Source: an optimization exercise on an open RTL-to-GDS flow (aim: small area, a short achievable clock period and few clock cycles per item). Production flows keep margins and buffers that such runs may drop.
RTL that was checked went through simulation tests only; none was proved equivalent to the original.
Power figures rest on the tool's default switching activity, not on a simulated workload.

Design cdt_builder, start of the top module:
module cdt_builder (
    input  wire        clk,
    input  wire        rst,             
    input  wire [4:0]  cfg_k,
    input  wire [10:0] cfg_min_used,
    input  wire [10:0] cfg_max_used,
    input  wire [15:0] cfg_max_width,
    input  wire [2:0]  cfg_interp,
    input  wire        in_valid,
    output wire        in_ready,
    input  wire [24:0] in_count,
    output reg         out_valid,
    output reg  [9:0]  out_code,
    output reg  [15:0] out_entry,
    output reg  [9:0]  out_fine,
    output reg         out_wrap,
    output reg         res_valid,
    output wire [2:0]  res_interp,
    output reg         res_accept,
    output wire [10:0] res_used,
    output wire [24:0] res_widest,
    output reg         res_event,
    output wire [7:0]  res_acc_mask
);
    reg         v1;
    wire [9:0]  cprev = out_code + {8'd0, v0 & v1, v0 ^ v1};
    reg         first;
    reg         last;
    reg  [2:0]  st;             
    reg         rdy;            
    reg  [4:0]  k_nx;           
    assign in_ready = rdy;
    wire        take  = in_valid & in_ready;       
    wire        clr   = first & in_ready;
    reg  [24:0] h0;             
    reg         v0;
    reg  [4:0]  k_q;            
    reg  [10:0] min_used_q;
    reg  [10:0] max_used_q;
    reg  [15:0] max_width_q;
    reg  [2:0]  interp_q;
    wire [4:0]  k_in  = {cfg_k[3], cfg_k[2:0] == 3'd7, cfg_k[2:0] == 3'd6,
                         cfg_k[2:0] == 3'd5, cfg_k[2:0] == 3'd4};
    wire [4:0]  k_now = first ? k_nx : k_q;
    reg         chk;            
    wire        fin = v0 & first;           
    reg  [2:0]  hold;
    always @(*) begin
        hold = k_q[0] ? 3'd5 : k_q[1] ? 3'd4 : 3'd3;
    end
    always @(*) begin
        h0_d = ({25{take & k_now[0]}} & (in_count << 4)) |
  ...
export LEC_CHECK = 0
export CAP_MARGIN = 20
export CORE_MARGIN = 2
export CORE_UTILIZATION = 50
export CTS_CLUSTER_DIAMETER = 100
export CTS_CLUSTER_SIZE = 20
export SETUP_SLACK_MARGIN = 3.75
export SLEW_MARGIN = 20
create_clock -name core_clock -period 6.0 [get_ports {clk}]
standard.sh (not shown) runs the stock make flow with config.mk's settings and CLKGATE_MAP_FILE= SYNTH_SCRIPT=/design/flow/synth_recipe.tcl, a recipe that flattens the netlist after the stock synthesis.
==> flow/flow/run.sh <==
#!/bin/bash
# The standard layout, with buf_1 (rather than the default buffer) on the
# input and output ports; every port still gets its own buffer.
set -o pipefail
bash standard.sh "BUFFER_PORTS_ARGS=-buffer_cell sky130_fd_sc_hd__buf_1" finish > standard_make.log 2>&1
Testbench counts at the start, summed over its fixed seeds: cycles 65,753, items 65,536.
Edit:
==> flow/run.sh (new file) <==
#!/bin/bash
# synth_recipe.tcl (not shown) runs the flow's synth.tcl, then flattens the netlist and writes it again
# the make line also repeats each setting of config.mk as NAME=value (left out here)
make -C /OpenROAD-flow-scripts/flow DESIGN_CONFIG=/design/flow/config.mk WORK_HOME=/design/flow/orfs CLKGATE_MAP_FILE= SYNTH_SCRIPT=/design/flow/synth_recipe.tcl finish
CORE_UTILIZATION = 40   (was 50)
CTS_CLUSTER_DIAMETER = default   (was 100)
CTS_CLUSTER_SIZE = default   (was 20)
removed: flow/flow/run.sh
removed: flow/standard.sh
The changed run ran to the end with no violations; routed wire length rose by 7.5%; worst setup slack degrades by 0.014 ns; count of clock-buffer cells in the layout goes up by 18; synthesized area does not change; cell area increases by 11%; die area rises by 24%; global-route usage decreases by 2.6 points; total power rose by 17%; via count rises by 3.6%.
Edit:
==> flow/flow/run.sh (new file) <==
#!/bin/bash
# The standard layout, with buf_1 (rather than the default buffer) on the
# input and output ports; every port still gets its own buffer.
set -o pipefail
bash standard.sh "BUFFER_PORTS_ARGS=-buffer_cell sky130_fd_sc_hd__buf_1" finish > standard_make.log 2>&1
==> flow/standard.sh (new file) <==
#!/bin/bash
# synth_recipe.tcl (not shown) runs the flow's synth.tcl, then flattens the netlist and writes it again
# the make line also repeats each setting of config.mk as NAME=value (left out here)
make -C /OpenROAD-flow-scripts/flow DESIGN_CONFIG=/design/flow/config.mk WORK_HOME=/design/flow/orfs CLKGATE_MAP_FILE= SYNTH_SCRIPT=/design/flow/synth_recipe.tcl "${@:-finish}"
removed: flow/run.sh
Wire length falls by 1.7%.
Final area falls by 4.0%.
Synthesized cell count stays the same.
Die area is unchanged.

* * *

## rev 12
cdt_builder, a different RTL version from the one above (not shown whole).
For scale: roughly 1,200 cells after synthesis, ~160 I/O pins, ~12,000 sq um of cells after synthesis.
clock: 6.0 ns
lec_check: 0
cap_margin: 20
core_margin: 2
core_utilization: 50
cts_cluster_diameter: 100
cts_cluster_size: 20
setup_slack_margin: 3.7
slew_margin: 20
tns_end_percent: 10
==> flow/flow/run.sh <==
#!/bin/bash
# The standard layout, with buf_1 (rather than the default buffer) on the
# input and output ports; every port still gets its own buffer.
set -o pipefail
bash standard.sh "BUFFER_PORTS_ARGS=-buffer_cell sky130_fd_sc_hd__buf_1" finish > standard_make.log 2>&1
Edits applied to the flow inputs when going from rev 12 to rev 13:
- a change of SETUP_SLACK_MARGIN from 3.7 to 3.6
--- outcome ---
Rev 13: done, clean on timing, DRC and antenna. Power for rev 13: about 0.5% up relative to rev 12. Status: final cell count without fillers parity (rev 12, rev 13). For count of flip-flops and latches, rev 13 and rev 12 come out practically identical. Status: portion of the layout cell area used by non-clock buffers parity (rev 13, rev 12). Between rev 13 and rev 12, the cell area does not differ in any meaningful way.
No functional check of the RTL was part of any run of this note.

* * *

Setup of P:
Another version of the RTL of cdt_builder (not shown whole).
For scale: roughly 250 flip-flops, ~160 I/O pins, ~0.012 mm^2 of cells after synthesis.
Settings: LEC_CHECK=0, CAP_MARGIN=20, CORE_MARGIN=2, CORE_UTILIZATION=50, CTS_CLUSTER_DIAMETER=100, CTS_CLUSTER_SIZE=20, SETUP_SLACK_MARGIN=3.67, SLEW_MARGIN=20, TNS_END_PERCENT=25; clock period 6.0 ns.
Scripts as last shown in full above: flow/flow/run.sh
P: full flow OK, the timing, design-rule and antenna checks passed
Testbench counts of P, summed over its fixed seeds: cycles 65,745, items 65,536.
## Diff of input files: Q against P
# P
export LEC_CHECK = 0
export CAP_MARGIN = 20
export CORE_MARGIN = 2
export CORE_UTILIZATION = 50
export CTS_CLUSTER_DIAMETER = 100
export CTS_CLUSTER_SIZE = 20
export SETUP_SLACK_MARGIN = 3.67
export SLEW_MARGIN = 20
export TNS_END_PERCENT = 25
create_clock -name core_clock -period 6.0 [get_ports {clk}]
# Q
export LEC_CHECK = 0
export CAP_MARGIN = 20
export CORE_MARGIN = 2
export CORE_UTILIZATION = 50
export CTS_CLUSTER_DIAMETER = 100
export CTS_CLUSTER_SIZE = 20
export SETUP_SLACK_MARGIN = 3.67
export SLEW_MARGIN = 20
export TNS_END_PERCENT = 10
create_clock -name core_clock -period 6.0 [get_ports {clk}]
==> comparison <==
Comparing P with Q, the routed wire length came out essentially unchanged.
Summary of Q over P: async set or reset register ratio after synthesis shows no meaningful change; vias after detailed routing level.
Going from P to Q, design internal power lower; count of plain and timing-repair buffers in the layout lower.
From P to Q the numbers moved as follows: design area now sits at about the same level, share of total power in combinational logic went down, clock transition at the registers of the reported paths ~0 delta.
On met2 wirelength from detailed routing, Q tracks P almost exactly.
Die area came out exactly the same in P and Q.
On met1 wire length, P and Q are basically level.
Inputs modified between Q and R:
# Q
export LEC_CHECK = 0
export CAP_MARGIN = 20
export CORE_MARGIN = 2
export CORE_UTILIZATION = 50
export CTS_CLUSTER_DIAMETER = 100
export CTS_CLUSTER_SIZE = 20
export SETUP_SLACK_MARGIN = 3.67
export SLEW_MARGIN = 20
export TNS_END_PERCENT = 10
create_clock -name core_clock -period 6.0 [get_ports {clk}]
# R
export LEC_CHECK = 0
export CAP_MARGIN = 20
export CORE_MARGIN = 2
export CORE_UTILIZATION = 50
export CTS_CLUSTER_DIAMETER = 80
export CTS_CLUSTER_SIZE = 16
export SETUP_SLACK_MARGIN = 3.67
export SLEW_MARGIN = 20
export TNS_END_PERCENT = 10
create_clock -name core_clock -period 6.0 [get_ports {clk}]
==> run notes <==
- Changes observed in R relative to Q: combinational power barely changed, count of routing violations after the opening detailed-route iteration saw a decrease, post-layout instance area moved up.
- R: total of cells resized after clock tree synthesis is 2 higher than what Q reported.
- Of R and Q, it is R that has the lower largest fanout on the critical path.
- Against Q, power in R rose slightly.
- Portion of total power attributed to the clock network was lower in the run labelled Q.
- R vs. Q: worst max-slew margin expressed relative to the limit grew by 0.78 points, clock latency at the later pin of the worst-skew pair grew by 20 ps, share of the final layout cell area in sequential cells shrank by 0.16 points.
Edits applied to the flow inputs when going from R to S:
# R
export LEC_CHECK = 0
export CAP_MARGIN = 20
export CORE_MARGIN = 2
export CORE_UTILIZATION = 50
export CTS_CLUSTER_DIAMETER = 80
export CTS_CLUSTER_SIZE = 16
export SETUP_SLACK_MARGIN = 3.67
export SLEW_MARGIN = 20
export TNS_END_PERCENT = 10
create_clock -name core_clock -period 6.0 [get_ports {clk}]
# S
export LEC_CHECK = 0
export CAP_MARGIN = 20
export CORE_MARGIN = 2
export CORE_UTILIZATION = 50
export CTS_CLUSTER_DIAMETER = 100
export CTS_CLUSTER_SIZE = 20
export PLACE_DENSITY = 0.72
export SETUP_SLACK_MARGIN = 3.67
export SLEW_MARGIN = 20
export TNS_END_PERCENT = 10
create_clock -name core_clock -period 6.0 [get_ports {clk}]
--- outcome ---
- From R to S the numbers moved as follows: via count now sits higher; global-route wire length before repair now sits higher; cell depth of the worst setup path now sits higher; fraction of the core area covered by cells at the end of the flow now sits lower; number of diodes now sits lower.
- | count of nets after finishing | R vs S | ≈ equal |
- Post-detailed-routing wire length: S vs R up about 0.8%
- Between S and R, the cell count of the worst hold path does not differ in any meaningful way.
- S ended up with dfxtp_1 as its standard cell with the maximum stage delay on the critical path; R ended up with edfxtp_1.
#### Input delta (T over S)
# S
export LEC_CHECK = 0
export CAP_MARGIN = 20
export CORE_MARGIN = 2
export CORE_UTILIZATION = 50
export CTS_CLUSTER_DIAMETER = 100
export CTS_CLUSTER_SIZE = 20
export PLACE_DENSITY = 0.72
export SETUP_SLACK_MARGIN = 3.67
export SLEW_MARGIN = 20
export TNS_END_PERCENT = 10
create_clock -name core_clock -period 6.0 [get_ports {clk}]
# T
export LEC_CHECK = 0
export CAP_MARGIN = 20
export CORE_MARGIN = 2
export CORE_UTILIZATION = 50
export CTS_CLUSTER_DIAMETER = 100
export CTS_CLUSTER_SIZE = 20
export SETUP_SLACK_MARGIN = 3.6
export SLEW_MARGIN = 20
export TNS_END_PERCENT = 10
create_clock -name core_clock -period 6.0 [get_ports {clk}]
Results
- From S to T the numbers moved as follows: depth of the most critical reg-to-reg path grew by 1; first-pass iteration count of the detailed router shrank by 4; total power shrank by about 4%; adder-cell share of the synthesized area held steady; number of inserted diodes grew by 4.
- T against S: critical path depth dropped 4, fraction of the cycle the final worst path needs saw a decrease, power in the clock group was more or less identical.
- Non-clock buffer count was lower in the run labelled T.
- The launch point of the worst path comes out res_accept in one run and h0[11] in the other, namely in T and S respectively.
- On met1 wire length: between S and T, it ends up lower for S.
- In the flow results for S and T, the final HPWL from detailed placement is smaller on S.

* * *

main:
cdt_builder, a different RTL version from the one above (not shown whole).
Size: about 230 flip-flops.
export LEC_CHECK = 0
export CAP_MARGIN = 20
export CORE_MARGIN = 2
export CORE_UTILIZATION = 40
export SETUP_SLACK_MARGIN = 3.4
export SLEW_MARGIN = 20
create_clock -name core_clock -period 6.0 [get_ports {clk}]
run.sh (not shown) runs the stock make flow with config.mk's settings and CLKGATE_MAP_FILE= SYNTH_SCRIPT=/design/flow/synth_recipe.tcl, a recipe that flattens the netlist after the stock synthesis.
Stock flow here: none of the scripts above is used.
main ended with every stage complete and zero timing, DRC or antenna violations.
Setup changes, main to the feature branch
Settings: a deleted SETUP_SLACK_MARGIN that had been 3.4.
==> run notes <==
The feature branch against main: utilization dropped 4.8 points, time the final worst path needs with I/O delays and setup shows an increase of 0.87 ns.
The multi-input combinational cell count number comes out higher for main vs the feature branch.
No functional check of the RTL was part of any run of this note.

* * *

cdt_builder, a different RTL version from the one above (not shown whole).
For scale: about 1400 cells after synthesis, ~13000 um^2 of cells after synthesis.
Settings: LEC_CHECK=0, CAP_MARGIN=20, CORE_MARGIN=2, CORE_UTILIZATION=40, SLEW_MARGIN=20; clock period 6.0 ns.
Testbench counts at the start, summed over its fixed seeds: cycles 65,672, items 65,536.
==> next run, changes <==
- SETUP_SLACK_MARGIN: unset -> 3.7
First-iteration DRC count went up by 24%.
Design area went up by 16%.
Cell count went up by 7.0%.
Clock skew went down by 0.020 ns.
Sequential power hardly moves.
Clock-buffer cell count went up by 1.
Synthesized area does not change.
Critical path depth went up by 2.
Routed wire length went up by 14%.
Utilization went up by 7.9 points.
Via count went up by 8.3%.

* * *

The RTL this note starts from:
==> flow/design.v <==
module cdt_builder (
    input  wire        clk,
    input  wire        rst,             
    input  wire [4:0]  cfg_k,
    input  wire [10:0] cfg_min_used,
    input  wire [10:0] cfg_max_used,
    input  wire [15:0] cfg_max_width,
    input  wire [2:0]  cfg_interp,
    input  wire        in_valid,
    output wire        in_ready,
    input  wire [24:0] in_count,
    output reg         out_valid,
    output reg  [9:0]  out_code,
    output reg  [15:0] out_entry,
    output reg  [9:0]  out_fine,
    output reg         out_wrap,
    output reg         res_valid,
    output wire [2:0]  res_interp,
    output reg         res_accept,
    output wire [10:0] res_used,
    output wire [24:0] res_widest,
    output reg         res_event,
    output wire [7:0]  res_acc_mask
);
    reg         v1;
    wire [9:0]  cprev = out_code + {8'd0, v0 & v1, v0 ^ v1};
    reg         first;
    reg         last;
    reg  [2:0]  st;             
    reg         rdy;            
    reg  [4:0]  k_nx;           
    assign in_ready = rdy;
    wire        take  = in_valid & in_ready;       
    wire        clr   = first & in_ready;
    reg  [24:0] h0;             
    reg         v0;
    reg  [4:0]  k_q;            
    reg  [10:0] min_used_q;
    reg  [10:0] max_used_q;
    reg  [15:0] max_width_q;
    reg  [2:0]  interp_q;
    wire [4:0]  k_in  = {cfg_k[3], cfg_k[2:0] == 3'd7, cfg_k[2:0] == 3'd6,
                         cfg_k[2:0] == 3'd5, cfg_k[2:0] == 3'd4};
    wire [4:0]  k_now = first ? k_nx : k_q;
    reg         chk;            
    wire        fin = v0 & first;           
    reg  [2:0]  hold;
    always @(*) begin
        hold = k_q[0] ? 3'd5 : k_q[1] ? 3'd4 : 3'd3;
    end
    always @(*) begin
        h0_d = ({25{take & k_now[0]}} & (in_count << 4)) |
               ({25{take & k_now[1]}} & (in_count << 3)) |
               ({25{take & k_now[2]}} & (in_count << 2)) |
               ({25{take & k_now[3]}} & (in_count << 1)) |
               ({25{take & k_now[4]}} & in_count) |
               ({25{fin}} & {1'b0, max_width_q, 8'd1});
    end
    reg  [24:0] h0_d;
    always @(posedge clk) begin
        h0    <= h0_d;
        k_nx  <= k_in;
        if (rst) begin
            st    <= 3'd0;
            rdy   <= 1'b0;
            first <= 1'b1;
            last  <= 1'b0;
            v0    <= 1'b0;
            chk   <= 1'b0;
        end else begin
            v0  <= take;
            chk <= fin;
            if (take) begin
                first <= last;
                last  <= (cprev == 10'd1021);
            end
            if (take & last)
                st <= hold;
            else if (st != 3'd0)
                st <= st - 3'd1;
            rdy <= ~(take & last) & ((st == 3'd0) | (st == 3'd1)) &
                   (~(take ? last : first) | in_valid);
        end
        if (clr) begin
            k_q         <= k_in;
            min_used_q  <= cfg_min_used;
            max_used_q  <= cfg_max_used;
            max_width_q <= cfg_max_width;
            interp_q    <= cfg_interp;
        end
    end
    reg  [12:0] a_lo;
    reg  [12:0] a_hi;
    reg         a_c;
    reg  [10:0] used;
    reg  [24:0] widest;         
    reg         ge_min;         
    reg         over_max;       
    wire [13:0] s_lo_d = {1'b0, a_lo} + {1'b0, h0[12:0]};
    wire [12:0] s_hi_d = a_hi + {1'b0, h0[24:13]} + {12'd0, a_c};
    wire [13:0] a_lo_d = {1'b0, a_lo} + {1'b0, h0[11:0], 1'b0};
    wire [12:0] a_hi_d = a_hi + h0[24:12] + {12'd0, a_c};
    wire        nz    = v0 & (|h0);
    wire        gt    = h0 > widest;
    reg         shift;
    always @(*) begin
        shift = (k_q[0] & (st >= 3'd1) & (st <= 3'd4)) |
                (k_q[1] & (st >= 3'd1) & (st <= 3'd3)) |
                (k_q[2] & (st >= 3'd1) & (st <= 3'd2)) |
                (k_q[3] & (st == 3'd2));
    end
    always @(posedge clk) begin
        a_lo <= clr ? 13'd256 : a_lo_d[12:0];
        a_hi <= clr ? 13'd0   : a_hi_d;
        a_c  <= ~clr & a_lo_d[13];
        used <= clr ? 11'd0 : (used + {10'd0, nz});
        if (shift)
            widest <= widest >> 1;
        else if (clr | (v0 & gt))
            widest <= h0;
        ge_min   <= ~clr & (ge_min | (used == min_used_q));
        over_max <= ~clr & (over_max | (nz & (used == max_used_q)));
    end
    reg  [12:0] s_hi;           
    reg         s_c;
    reg  [3:0]  s_mid;          
    wire [12:0] e_hi      = s_hi + {12'd0, s_c};           
    wire [16:0] e17       = {e_hi, s_mid};                 
    wire [15:0] entry     = e17[15:0] | {16{e17[16]}};
    wire [12:0] fine_sum  = s_hi + {11'd0, 1'b1, s_c};
    wire [10:0] fine_full = fine_sum[12:2];
    always @(posedge clk) begin
        s_hi  <= s_hi_d;
        s_c   <= s_lo_d[13];
        s_mid <= s_lo_d[12:9];
        if (rst) begin
            v1        <= 1'b0;
            out_valid <= 1'b0;
            out_code  <= 10'h3FF;
        end else begin
            v1        <= v0;
            out_valid <= v1;
            out_code  <= out_code + {9'd0, v1};
        end
        out_entry <= entry;
        out_fine  <= fine_full[9:0];
        out_wrap  <= fine_full[10];
    end
    wire        used_ok = (ge_min | (used == min_used_q)) & ~over_max;
    reg  [3:0]  run [0:7];
    reg  [7:0]  acc_mask;
    integer     i;
    wire        judge = (st == 3'd1);
    wire [3:0]  run_sel = run[interp_q];
    wire [3:0]  run_new = res_accept ? 4'd0 :
                          (run_sel == 4'b1100) ? 4'b1100 :
                          {run_sel[2:0], ~(run_sel[3] ^ run_sel[2])};
    always @(posedge clk) begin
        if (chk)
            res_accept <= gt & used_ok;
        res_event <= ~res_accept & (run_sel == 4'b0110);
        if (rst) begin
            res_valid <= 1'b0;
            acc_mask  <= 8'd0;
            for (i = 0; i < 8; i = i + 1)
                run[i] <= 4'd0;
        end else begin
            res_valid <= judge;
            for (i = 0; i < 8; i = i + 1)
                if (judge && interp_q == i) begin
                    run[i] <= run_new;
                    if (res_accept)
                        acc_mask[i] <= 1'b1;
                end
        end
    end
    assign res_interp   = interp_q;
    assign res_used     = used;
    assign res_widest   = widest;
    assign res_acc_mask = acc_mask;
endmodule
clock: 6.0 ns
lec_check: 0
cap_margin: 20
core_margin: 2
core_utilization: 50
cts_cluster_diameter: 100
cts_cluster_size: 20
setup_slack_margin: 3.5
slew_margin: 20
tns_end_percent: 10
standard.sh (not shown) runs the stock make flow with config.mk's settings and CLKGATE_MAP_FILE= SYNTH_SCRIPT=/design/flow/synth_recipe.tcl, a recipe that flattens the netlist after the stock synthesis.
Scripts as last shown in full above: flow/flow/run.sh
The first run finished with timing, DRC and antenna clean.
==> next run, changes <==
SETUP_SLACK_MARGIN = 3.75   (was 3.5)
TNS_END_PERCENT = default   (was 10)
What happened:
- wire length rose by 3.3%
- design area grows by 6.8%
- power rises by 4.0%
- worst setup slack is better by 26 ps
- register-to-register slack loses 30 ps
==> next run, changes <==
SETUP_SLACK_MARGIN = 3.6   (was 3.75)
TNS_END_PERCENT = 10   (was default)
=> The changed run completed with no timing, DRC or antenna violations. Synthesized cell count stays the same. Final area is lower by about 6%. Fmax is higher by about 3%. Via count is lower by 1.8%. Total power is lower by 3.3%. Final cell count is lower by about 2%. Synthesized area does not change.
==> next run, changes <==
TNS_END_PERCENT = default   (was 10)
Result: Critical path depth goes up by 6; cell area is higher by 1.8%; fmax barely changes; sequential power hardly moves; final cell count stays flat; non-clock buffer count went up by 3; power is higher by 1.4%; routed wire length stays flat.
Function was not checked in any run of this note: the RTL went through the layout flow alone.

## what the ideal ports hide
Ports are ideal in the flow. The routed layouts listed here were re-timed in OpenROAD.
Step 1 (the two cells are an assumption about what drives the block):
set clk [get_ports {clk}]
set_driving_cell -lib_cell sky130_fd_sc_hd__clkbuf_16 $clk
set_driving_cell -lib_cell sky130_fd_sc_hd__buf_2 [delete_from_list [all_inputs] $clk]
Step 2, shift: input delay + t, output delay - t, t = (earliest + latest rising clock arrival at the registers) / 2. This alone moves slack from input paths to output paths.
a / b / c = ideal ports / drivers / drivers and shift; a / b = the first two.
| run | shift t [ns] | setup slack, ns | hold slack, ns | slew at the worst register clock pin (ns) | cell pins on the clock port's net |
|---|---|---|---|---|---|
| the first run of note 1 | 0.544 | 3.553 / 3.539 / 3.458 | 0.413 / 0.413 / 0.413 | 0.09 / 0.09 | 1 |
| the second run of note 1 | 0.601 | 3.539 / 3.507 / 3.174 | 0.407 / 0.407 / 0.407 | 0.06 / 0.06 | 1 |
| the third run of note 1 | 0.611 | 3.544 / 3.492 / 3.444 | 0.412 / 0.412 / 0.412 | 0.07 / 0.07 | 1 |
| rev 12 | 0.536 | 3.412 / 3.412 / 3.167 | 0.408 / 0.408 / 0.408 | 0.09 / 0.09 | 1 |
| rev 13 | 0.534 | 3.380 / 3.377 / 3.168 | 0.409 / 0.409 / 0.409 | 0.09 / 0.09 | 1 |
| P | 0.530 | 3.604 / 3.553 / 3.403 | 0.434 / 0.434 / 0.434 | 0.09 / 0.09 | 1 |
| Q | 0.530 | 3.604 / 3.553 / 3.404 | 0.434 / 0.434 / 0.434 | 0.09 / 0.09 | 1 |
| R | 0.550 | 3.597 / 3.549 / 3.382 | 0.435 / 0.435 / 0.435 | 0.08 / 0.08 | 1 |
| S | 0.547 | 3.509 / 3.462 / 3.148 | 0.414 / 0.414 / 0.414 | 0.09 / 0.09 | 1 |
| T | 0.528 | 3.555 / 3.504 / 3.390 | 0.425 / 0.425 / 0.425 | 0.09 / 0.09 | 1 |
| main | 0.593 | 3.212 / 3.212 / 2.913 | 0.388 / 0.388 / 0.388 | 0.06 / 0.06 | 1 |
| the feature branch | 0.581 | 2.339 / 2.363 / 1.783 | 0.381 / 0.381 / 0.381 | 0.06 / 0.06 | 1 |
| the first run of note 5 | 0.614 | 1.094 / 1.094 / 1.094 | 0.379 / 0.379 / 0.379 | 0.06 / 0.06 | 1 |
| the second run of note 5 | 0.599 | 2.088 / 2.088 / 2.088 | 0.349 / 0.349 / 0.349 | 0.06 / 0.06 | 1 |
| the first run of note 6 | 0.552 | 3.419 / 3.368 / 3.471 | 0.411 / 0.411 / 0.411 | 0.09 / 0.09 | 1 |
| the second run of note 6 | 0.542 | 3.444 / 3.444 / 3.444 | 0.413 / 0.413 / 0.413 | 0.09 / 0.09 | 1 |
| the third run of note 6 | 0.552 | 3.522 / 3.471 / 3.491 | 0.410 / 0.410 / 0.410 | 0.09 / 0.09 | 1 |
| the fourth run of note 6 | 0.544 | 3.524 / 3.506 / 3.461 | 0.411 / 0.411 / 0.411 | 0.10 / 0.10 | 1 |
After both steps setup and hold are still met in every run listed. The setup slack of the feature branch, which loses most, moves by +0.024 ns with the drivers and by -0.556 ns with both steps.
